What follows belongs to an exercise in optimizing a design on an open flow for small area, a short achievable clock period and few clock cycles per item; a production flow would make more cautious choices.
Function was checked by simulation only, so behaviour that the tests miss may differ from the original.

==> design.v <==
module ecc79_codec (
    input  wire        clk,
    input  wire        rst,
    input  wire        in_valid,
    input  wire        in_mode,
    input  wire [78:0] in_word,
    output reg         out_valid,
    output reg  [78:0] out_word,
    output reg  [1:0]  out_status
);
    localparam [14:0] GEN = 15'h4377;   
    function [6:0] gf_mul;
        input [6:0] a;
        input [6:0] b;
        integer i;
        reg [6:0] acc;
        reg [6:0] sh;
        begin
            acc = 7'd0;
            sh  = a;
            for (i = 0; i < 7; i = i + 1) begin
                if (b[i]) acc = acc ^ sh;
                sh = {sh[5:0], 1'b0} ^ (sh[6] ? 7'h09 : 7'h00);
            end
            gf_mul = acc;
        end
    endfunction
    function [6:0] gf_pow;    
        input integer e;
        integer i;
        reg [6:0] r;
        begin
            r = 7'd1;
            for (i = 0; i < (e % 127); i = i + 1)
                r = {r[5:0], 1'b0} ^ (r[6] ? 7'h09 : 7'h00);
            gf_pow = r;
        end
    endfunction
    function integer pos_exp;    
        input integer k;
        begin
            pos_exp = (k < 64) ? (14 + k) : (k - 64);
        end
    endfunction
    reg        v1;
    reg        mode1;
    reg [78:0] word1;
    always @(posedge clk) begin
        if (rst) v1 <= 1'b0;
        else     v1 <= in_valid;
        mode1 <= in_mode;
        word1 <= in_word;
    end
    reg [13:0] enc_check;
    reg [78:0] enc_word;
    integer    ei;
    reg        fb;
    always @* begin
        enc_check = 14'd0;
        for (ei = 63; ei >= 0; ei = ei - 1) begin
            fb        = enc_check[13] ^ word1[ei];
            enc_check = {enc_check[12:0], 1'b0} ^ (fb ? GEN[13:0] : 14'd0);
        end
        enc_word = {^{enc_check, word1[63:0]}, enc_check, word1[63:0]};
    end
    reg [6:0]  s1, s3;          
    reg        par;             
    reg [6:0]  s1_sq, s1_cube;
    reg [77:0] single_hit;      
    reg [77:0] root_hit;        
    reg        any_single;
    integer    nroots;
    reg [78:0] flip;
    reg [78:0] dec_word;
    reg [1:0]  dec_status;
    integer    di;
    always @* begin
        s1  = 7'd0;
        s3  = 7'd0;
        for (di = 0; di < 78; di = di + 1) begin
            if (word1[di]) begin
                s1 = s1 ^ gf_pow(pos_exp(di));
                s3 = s3 ^ gf_pow(3 * pos_exp(di));
            end
        end
        par = ^word1;
        s1_sq   = gf_mul(s1, s1);
        s1_cube = gf_mul(s1_sq, s1);
        nroots     = 0;
        any_single = 1'b0;
        for (di = 0; di < 78; di = di + 1) begin
            single_hit[di] = (s1 == gf_pow(pos_exp(di))) &&
                             (s3 == gf_pow(3 * pos_exp(di)));
            root_hit[di]   = (gf_mul(s1, gf_pow(2 * pos_exp(di))) ^
                              gf_mul(s1_sq, gf_pow(pos_exp(di))) ^
                              s3 ^ s1_cube) == 7'd0;
            any_single     = any_single | single_hit[di];
            nroots         = nroots + (root_hit[di] ? 1 : 0);
        end
        flip       = 79'd0;
        dec_status = 2'd3;
        if (par) begin
            if (s1 == 7'd0 && s3 == 7'd0) begin
                flip       = {1'b1, 78'd0};           
                dec_status = 2'd1;
            end else if (any_single) begin
                flip       = {1'b0, single_hit};
                dec_status = 2'd1;
            end
        end else begin
            if (s1 == 7'd0 && s3 == 7'd0) begin
                dec_status = 2'd0;
            end else if (any_single) begin
                flip       = {1'b1, single_hit};      
                dec_status = 2'd2;
            end else if (s1 != 7'd0 && nroots == 2) begin
                flip       = {1'b0, root_hit};
                dec_status = 2'd2;
            end
        end
        dec_word = word1 ^ flip;
    end
    always @(posedge clk) begin
        if (rst) out_valid <= 1'b0;
        else     out_valid <= v1;
        out_word   <= mode1 ? dec_word   : enc_word;
        out_status <= mode1 ? dec_status : 2'd0;
    end
endmodule
==> run.sh <==
#!/bin/bash
# synth_recipe.tcl (not shown) runs the flow's synth.tcl, then flattens the netlist and writes it again
# the make line also repeats each setting of config.mk as NAME=value (left out here)
make -C /OpenROAD-flow-scripts/flow DESIGN_CONFIG=/design/flow/config.mk WORK_HOME=/design/flow/orfs CLKGATE_MAP_FILE= SYNTH_SCRIPT=/design/flow/synth_recipe.tcl finish
==> config.mk <==
export PLATFORM = sky130hd
export DESIGN_NAME = ecc79_codec
export DESIGN_NICKNAME = ecc79_codec
export VERILOG_FILES = /design/flow/design.v
export SDC_FILE = /design/flow/constraint.sdc
export NUM_CORES = 4
export LEC_CHECK = 0
export CAP_MARGIN = 20
export CORE_MARGIN = 2
export CORE_UTILIZATION = 40
export SETUP_SLACK_MARGIN = 0.5
export SLEW_MARGIN = 20
==> constraint.sdc <==
create_clock -name core_clock -period 17.0 [get_ports {clk}]
set_input_delay 3.4000 -clock core_clock [delete_from_list [all_inputs] [get_ports {clk}]]
set_output_delay 3.4000 -clock core_clock [all_outputs]
set_load 0.01 [all_outputs]
==> results.txt <==
[metal layers]
layer  vias to the layer above  wire, um  track usage, %
met5                         -        24               0
met4                         4     23100            44.8
met3                       774     18000            11.3
met2                      2105     80100            72.2
met1                     13300     66500            53.2
li1                      11300         -               -
[metrics by stage]
step	cell area (um^2)	hold WS (ps)
2_1_floorplan	30900	414
3_3_place_gp	35100	421
3_5_place_dp	35100	441
4_1_cts	35700	455
5_1_grt	35800	467
6_report	35800	451
[layout by cell type, fill, tap and decap left out, types with 6 or more instances in the layout]
master              n
xnor2_1          1263
xor2_1            368
buf_4             231
xnor3_1           169
clkdlybuf4s50_1   164
dfxtp_1           162
nand2_1           129
nor2_1            117
nor3_1            102
inv_1              86
o21ai_0            68
fa_1               67
nand3_1            66
nor4_1             55
xnor2_2            52
nand4_1            52
ha_1               33
xor3_1             25
mux2i_1            25
or3_1              24
a21oi_1            22
and2_1             17
or4_1              17
clkbuf_16          17
and3_1             15
xnor3_2            13
o2111ai_1          12
nand2b_1           10
xor2_2             10
a21boi_0            8
a21o_1              8
a31oi_1             8
nor2b_1             8
clkinv_1            6
o211ai_1            6
a211oi_1            6
[final cells by class]
| type | count | area (um^2) | share of cell area, % |
|---|---|---|---|
| timing repair buffer | 397 | 3420 | 9.54 |
| clock inverter | 15 | 188 | 0.524 |
| sequential | 163 | 3260 | 9.12 |
| clock buffer | 17 | 425 | 1.19 |
| multi-input combinational | 2871 | 26900 | 75.0 |
| tap | 1030 | 1290 | 3.60 |
| inverter | 94 | 353 | 0.985 |
| antenna | 2 | 5.00 | 0.0140 |
[cells by family after synthesis]
kind of cell	count (synthesis)	share of synthesized area, %
xor gates and xnor gates	1912	64.6
and+or+nand+nor	650	10.7
buffers and inverters	297	3.85
AOI/OAI and AO/OA	182	3.79
DFF	163	10.5
adders and majority gates	100	5.67
muxes	27	0.881
[sequential cells by signal, summed over array words and instances, names as in the netlist]
name / cells
out_word: 79
word1: 79
out_status: 2
mode1: 1
out_valid: 1
v1: 1
[worst max path at each step]
stage / slack [ps] / depth (start not counted) / to / from
global placement: 1290 / 40 / out_word[42]$_DFF_P_ / word1[57]$_DFF_P_
CTS: 1140 / 40 / out_word[42]$_DFF_P_ / word1[57]$_DFF_P_
floorplan: 2960 / 47 / out_word[20]$_DFF_P_ / word1[62]$_DFF_P_
global route: 600 / 40 / out_word[54]$_DFF_P_ / word1[57]$_DFF_P_
detailed placement: 1250 / 40 / out_word[42]$_DFF_P_ / word1[57]$_DFF_P_
finish: 880 / 40 / out_word[42]$_DFF_P_ / word1[57]$_DFF_P_
[what timing repair did]
action,in CTS,in global routing
hold endpoints to repair,0,0
setup buffers,0,0
setup endpoints to repair,0,2
resized for setup,0,2
==> results.txt <==
TritonCTS clock tree=yes; initial antenna violation count=3; Detailed Route WL=188000 um; Slowest cell on crit path=dfxtp_1; hold path depth=1; FMAX=62.0 MHz; largest net degree at the start of global routing=57; worst reg2reg path depth=40; gpl congestion=1.13; fin cells=4589; status=no timing/DRC/antenna violations; Via Count=27400; total of fill cells in the finished design=7441; Via-to-Cell Ratio=5.97; Largest delay share family, worst path=adder cells; Synth area leaders=xnor2_1 37%, xnor3_1 13%, xor2_1 11%; Synth Net Count=3514; Worst R2R Start=word1[57]$_DFF_P_; drt first pass iters=5; Finished Core Util=46.9%; critical path arrival=16440 ps; Mean Syn Cell Area=9.29 um^2; CP Launch Type=flip-flop; Post-Syn Area=30900 um^2; # setup viols final=0; Synth-to-Final Area Change=15.7%; setup ws final=883 ps; post-route DRC violation count=0; sequential element share of the synthesized area=10.5%; layout cell share with drive strength beyond 1=10.6%; Hold Startpoint=v1$_SDFF_PP0_; Clock Path Buffers=2; placed insts=4555; Clock Latency Late Sink=460 ps; CTS clock-pin slew for the worst setup and hold paths=70 ps; CP Max Fanout=56; Post-layout nets=3727; core outline area=76300 um^2; H-tree lvl count=4; Buf+Inv Stages, Crit Path=5; max-slew violations=0; FF-to-FF setup slack=880 ps; Syn Inst Count=3331; most frequent cell after synthesis=xnor2_1; vias in the first global route=26900; Hold Crit Endpoint=out_valid$_SDFF_PP0_; clock sinks=163; synth cell count leaders=1298 x xnor2_1, 373 x xor2_1, 173 x xnor3_1; Ys Warns=1; crit path time final=16120 ps; Cell Rows=101; Slew HR=16.7%; GRT Overall Usage=46.9%; max-cap viol count=0; CP max stage delay=900 ps; Die ar.=79600 um^2; Hold Buf Count CTS=0; CTS Buf Count=17; RSZ-0062 raised after global routing=no; PortBufs=164; die width=282 um; worst-margin pin slew=1240 ps; grt total ovfl=0; hold crit path type=reg -> reg; FF-to-FF End=out_word[42]$_DFF_P_; First DRT Iteration DRCs=3564; detailed placement HPWL=149000 um; largest area contributor in the netlist=xnor2_1; FF+latch count, synth=163; Root Buffer=clkbuf_16; Worst Skew=21.2 ps; Final Hold Vio Count=0; Data required, critical path=17320 ps; critical setup path kind=reg -> reg; Synth Flop Type=dfxtp_1; period utilisation layout=94.8%; Initial Util=40.5%; first-pass GRT wire length=248000 um; top cell type's share of synthesized area=36.7%; Die Ht=282 um; Critical Path Most Common Cell=fa_1; Setup TNS=0 ps; FFs w/ async S/R, synth=0%; # IOs=165; Place WS=1250 ps; WL per Instance=40.9 um; number of synthesized flops with an enable pin=0; Synth cell types=76; Antenna Nets Post-Route=0; CP endpoint kind=flip-flop
Testbench counts, summed over its fixed seeds: cycles 9,600, items 4,800.

separate check: timing with driven ports:
The flow's constraints put no driver on any port. The routed layout listed below was extracted and timed again, unchanged, in two steps. Step 1 sets driving cells, clkbuf_16 on the clock port and buf_2 on the other inputs (assumed; they add their load-dependent delay and slew). Step 2 also shifts input and output timing later by t, the mid clock arrival at the registers, as if the neighbouring blocks saw the same clock. Three values: no drivers, after step 1, after step 2; two values: the first two.
t (ns): 0.502
slack for setup (ns): 0.883 / 0.883 / 0.883
hold WS [ns]: 0.451 / 0.451 / 0.451
worst register clock-pin slew, ns: 0.09 / 0.09
After both steps this run still meets setup and hold. For this run, drivers alone change the setup slack by 0.000 ns; drivers and shift together by 0.000 ns.
